What follows belongs to an exercise in optimizing a design on an open flow for small area, a short achievable clock period and few clock cycles per item; a production flow would make more cautious choices. RTL that was checked went through simulation tests only; none was proved equivalent to the original. Power and IR drop assume default switching activity.

## lane 1
Design cws_bitenc, start of the top module:
module cws_bitenc (
    input  wire        clk,
    input  wire        rst,
    input  wire        cmd_valid,
    output wire        cmd_ready,
    input  wire [1:0]  cmd_hdr,
    input  wire [1:0]  cmd_crc,
    input  wire        cmd_fec,
    input  wire [12:0] cmd_len,
    input  wire [15:0] cmd_bseq,
    input  wire [31:0] cmd_user,
    input  wire        in_valid,
    output wire        in_ready,
    input  wire [7:0]  in_data,
    output wire        out_valid,
    input  wire        out_ready,
    output wire [15:0] out_data,
    output wire [4:0]  out_nbits,
    output wire        out_last
);
Size: roughly 160 flip-flops, about 100 I/O pins, about 8800 sq um of cells after synthesis.
clock: 5.0 ns
lec_check: 0
cap_margin: 20
core_margin: 2
core_utilization: 40
place_density: 0.6
setup_slack_margin: 2.8
slew_margin: 20
standard.sh (not shown) runs the stock make flow with config.mk's settings and CLKGATE_MAP_FILE= SYNTH_SCRIPT=/design/flow/synth_recipe.tcl, a recipe that flattens the netlist after the stock synthesis.
==> flow/flow/run.sh <==
#!/bin/bash
# The standard layout, with plain buffers (buf_1) on the ports instead of
# the delay-cell buffers that buffer_ports picks by default. Every port
# still gets its own buffer.
set -euo pipefail
bash standard.sh finish "BUFFER_PORTS_ARGS=-buffer_cell sky130_fd_sc_hd__buf_1" > flow_make.log 2>&1
Lane 1 finished all stages; the layout is clean.
Testbench counts of lane 1, summed over its fixed seeds: cycles 90,573, items 1,077,244.
#### Input delta (lane 2 over lane 1)
diff --git a/flow/config.mk b/flow/config.mk
--- a/flow/config.mk
+++ b/flow/config.mk
@@ -6,7 +6,9 @@
 export NUM_CORES = 4
 export LEC_CHECK = 0
+export ABC_AREA = 1
 export CAP_MARGIN = 20
 export CORE_MARGIN = 2
 export CORE_UTILIZATION = 40
+export CTS_BUF_LIST = sky130_fd_sc_hd__clkbuf_8
 export PLACE_DENSITY = 0.6
 export SETUP_SLACK_MARGIN = 2.8
As far as count of clock-net buffers in the final layout is concerned, lane 2 and lane 1 perform about the same.
Summary of lane 2 over lane 1: fraction of cell area in non-clock buffers decreased 1.1 points; fmax increased 0.015 GHz; flop-to-flop setup slack increased 0.03 ns.
Modified inputs, lane 3 compared to lane 2
diff --git a/flow/config.mk b/flow/config.mk
--- a/flow/config.mk
+++ b/flow/config.mk
@@ -6,5 +6,4 @@
 export NUM_CORES = 4
 export LEC_CHECK = 0
-export ABC_AREA = 1
 export CAP_MARGIN = 20
 export CORE_MARGIN = 2
--- outcome ---
[lane 3 vs lane 2] number of nets in the finished design: lower in lane 3
Lane 3 vs lane 2 — global-route wire length before repair dropped by a little under 10%
In the flow results for lane 3 and lane 2, the clock share of power is larger on lane 3.
Looking at final core utilization across lane 3 and lane 2, the one that comes out lower is lane 2.
Lower relative contribution of sequential cells to total power goes to lane 3 over lane 2.
Critical path depth ended up 7 higher on lane 3 than on lane 2.
Lane 3 vs lane 2: met1 routed wirelength after detailed routing down
Lane 3 against lane 2: multi-input gate share of the layout cell area grew by 1.2 points, power shows an increase of 2.7%.


cws_bitenc, a different RTL version from the one above (not shown whole).
For scale: about 820 cells after synthesis, ~100 I/O pins, roughly 8800 µm² of cells after synthesis.
Settings: LEC_CHECK=0, CAP_MARGIN=20, CORE_MARGIN=2, CORE_UTILIZATION=60, CTS_BUF_LIST=sky130_fd_sc_hd__clkbuf_8, PLACE_DENSITY=0.75, SETUP_SLACK_MARGIN=2.8, SLEW_MARGIN=20; clock period 5.0 ns.
Scripts as last shown in full above: flow/flow/run.sh
Testbench counts at the start, summed over its fixed seeds: cycles 90,573, items 1,077,244.
Edit:
Settings changed: CORE_UTILIZATION 60 to 40, PLACE_DENSITY 0.75 to 0.6, SETUP_SLACK_MARGIN 2.8 to 3.0.
Effect:
- die area climbs by about 50%
- clock-buffer cell count stays the same
- area after synthesis does not change
- hold slack loses 12 ps
- routed wire length climbs by 7.5%
- fmax climbs by about 3.3%
Edit:
==> flow/flow/run.sh (replaced) <==
#!/bin/bash
# The standard layout, with plain buffers (buf_1) on the ports instead of
# the delay-cell buffers that buffer_ports picks by default, and resizing
# not held to the same cell footprint. Every port still gets its own buffer.
set -euo pipefail
bash standard.sh finish "BUFFER_PORTS_ARGS=-buffer_cell sky130_fd_sc_hd__buf_1" \
    MATCH_CELL_FOOTPRINT=0 > flow_make.log 2>&1
Settings changed: SETUP_SLACK_MARGIN 3.0 to 2.8.
Result: Flip-flop and latch count is unchanged. Utilization went down by 1.8 points. Count of clock-buffer cells in the layout does not change. Routed wire length went down by 0.93%.
Edit:
==> flow/flow/run.sh (replaced) <==
#!/bin/bash
# The standard layout, with plain buffers (buf_1) on the ports instead of
# the delay-cell buffers that buffer_ports picks by default. Every port
# still gets its own buffer.
set -euo pipefail
bash standard.sh finish "BUFFER_PORTS_ARGS=-buffer_cell sky130_fd_sc_hd__buf_1" > flow_make.log 2>&1
Setup slack is better by 65 ps.
Via count came out higher slightly.
Routed wire length shrinks slightly.
Clock-buffer cell count stays the same.
Edit:
Settings changed: SETUP_SLACK_MARGIN 2.8 to 2.6.
Outcome: The changed run ran to the end with no violations. Worst setup slack is worse by 170 ps. Power is lower by 2.1%. Via count is lower by 3.1%. Wire length is lower by about 3.5%. Final area is lower by about 2.2%. Hold slack stays flat. Utilization is lower by 1.0 points. Global-route usage is lower by 0.65 points. Final cell count is lower by about 1.4%. Count of clock-buffer cells in the layout does not change.


Another version of the RTL of cws_bitenc (not shown whole).
Size: about 100 I/O pins, ~9800 um^2 of cells after synthesis.
// cws_bitenc
module cws_bitenc (
    input  wire        clk,
    input  wire        rst,
    input  wire        cmd_valid,
    output wire        cmd_ready,
    input  wire [1:0]  cmd_hdr,
    input  wire [1:0]  cmd_crc,
    input  wire        cmd_fec,
    input  wire [12:0] cmd_len,
    input  wire [15:0] cmd_bseq,
    input  wire [31:0] cmd_user,
    input  wire        in_valid,
    output wire        in_ready,
    input  wire [7:0]  in_data,
    output wire        out_valid,
    input  wire        out_ready,
    output wire [15:0] out_data,
    output wire [4:0]  out_nbits,
    output wire        out_last
);
Settings: LEC_CHECK=0, CAP_MARGIN=20, CORE_MARGIN=2, CORE_UTILIZATION=40, PLACE_DENSITY=0.6, SETUP_SLACK_MARGIN=3.2, SLEW_MARGIN=20; clock period 5.0 ns.
run.sh (not shown) runs the stock make flow with config.mk's settings and CLKGATE_MAP_FILE= SYNTH_SCRIPT=/design/flow/synth_recipe.tcl, a recipe that flattens the netlist after the stock synthesis.
Stock flow here: none of the scripts above is used.
Change:
Settings changed: SETUP_SLACK_MARGIN 3.2 to 2.8.
=> Total power shrinks by roughly a tenth; count of clock-buffer cells in the layout does not change; final area falls by roughly a tenth; register-to-register slack gains 0.04 ns; first-iteration DRC count decreases by about a fifth; via count fell by a few percent; non-clock buffer count is lower by 56; combinational power falls by a quarter to a third; hold slack barely changes.
Change:
==> flow/flow/run.sh (new file) <==
#!/bin/bash
# The standard layout, with plain buffers (buf_1) on the ports instead of
# the delay-cell buffers that buffer_ports picks by default. Every port
# still gets its own buffer.
set -euo pipefail
bash standard.sh finish "BUFFER_PORTS_ARGS=-buffer_cell sky130_fd_sc_hd__buf_1" > flow_make.log 2>&1
==> flow/standard.sh (new file) <==
#!/bin/bash
# synth_recipe.tcl (not shown) runs the flow's synth.tcl, then flattens the netlist and writes it again
# the make line also repeats each setting of config.mk as NAME=value (left out here)
make -C /OpenROAD-flow-scripts/flow DESIGN_CONFIG=/design/flow/config.mk WORK_HOME=/design/flow/orfs CLKGATE_MAP_FILE= SYNTH_SCRIPT=/design/flow/synth_recipe.tcl "${@:-finish}"
removed: flow/run.sh
After rerunning: Global-route usage drops by 0.30 points. Clock-buffer cell count does not change. Setup slack got worse by 0.0043 ns. Power stays flat. Utilization drops by 2.6 points. Combinational power barely changes. Routed wire length drops slightly.
No functional check of the RTL was part of any run of this note.

==> separate check: timing with driven ports <==
Ports are ideal in the flow. The routed layouts listed here were re-timed in OpenROAD.
Step 1, drivers: a clkbuf_16 drives clk and a buf_2 each remaining input, both assumed.
Step 2 times the ports against the registers' clock, not the clock port: input delays grow and output delays shrink by t, the midpoint of the rising clock arrivals with the driver on.
Three values: ideal, step 1, step 2; two values: the first two.
run | t, ns | slack for setup (ns) | worst hold slack (ns) | slew at the worst register clock pin (ns)
lane 1 | 0.472 | 2.825 / 2.779 / 2.494 | 0.477 / 0.477 / 0.477 | 0.07 / 0.07
lane 2 | 0.512 | 2.895 / 2.851 / 2.538 | 0.508 / 0.508 / 0.508 | 0.11 / 0.11
lane 3 | 0.502 | 2.865 / 2.855 / 2.484 | 0.481 / 0.481 / 0.481 | 0.10 / 0.10
the first run of note 2 | 0.514 | 2.753 / 2.767 / 2.253 | 0.487 / 0.487 / 0.487 | 0.10 / 0.10
the second run of note 2 | 0.500 | 2.825 / 2.826 / 2.326 | 0.474 / 0.474 / 0.474 | 0.10 / 0.10
the third run of note 2 | 0.510 | 2.802 / 2.818 / 2.308 | 0.485 / 0.485 / 0.485 | 0.11 / 0.11
the fourth run of note 2 | 0.508 | 2.867 / 2.838 / 2.380 | 0.485 / 0.485 / 0.485 | 0.10 / 0.10
the fifth run of note 2 | 0.502 | 2.696 / 2.700 / 2.213 | 0.484 / 0.484 / 0.484 | 0.10 / 0.10
the first run of note 3 | 0.495 | 2.761 / 2.761 / 2.527 | 0.473 / 0.473 / 0.473 | 0.09 / 0.09
the second run of note 3 | 0.485 | 2.799 / 2.799 / 2.369 | 0.472 / 0.472 / 0.472 | 0.09 / 0.09
the third run of note 3 | 0.478 | 2.794 / 2.794 / 2.545 | 0.476 / 0.476 / 0.476 | 0.08 / 0.08
After both steps every run listed still meets setup and hold. The setup slack of the first run of note 2, which loses most, moves by +0.014 ns with the drivers and by -0.500 ns with both steps.
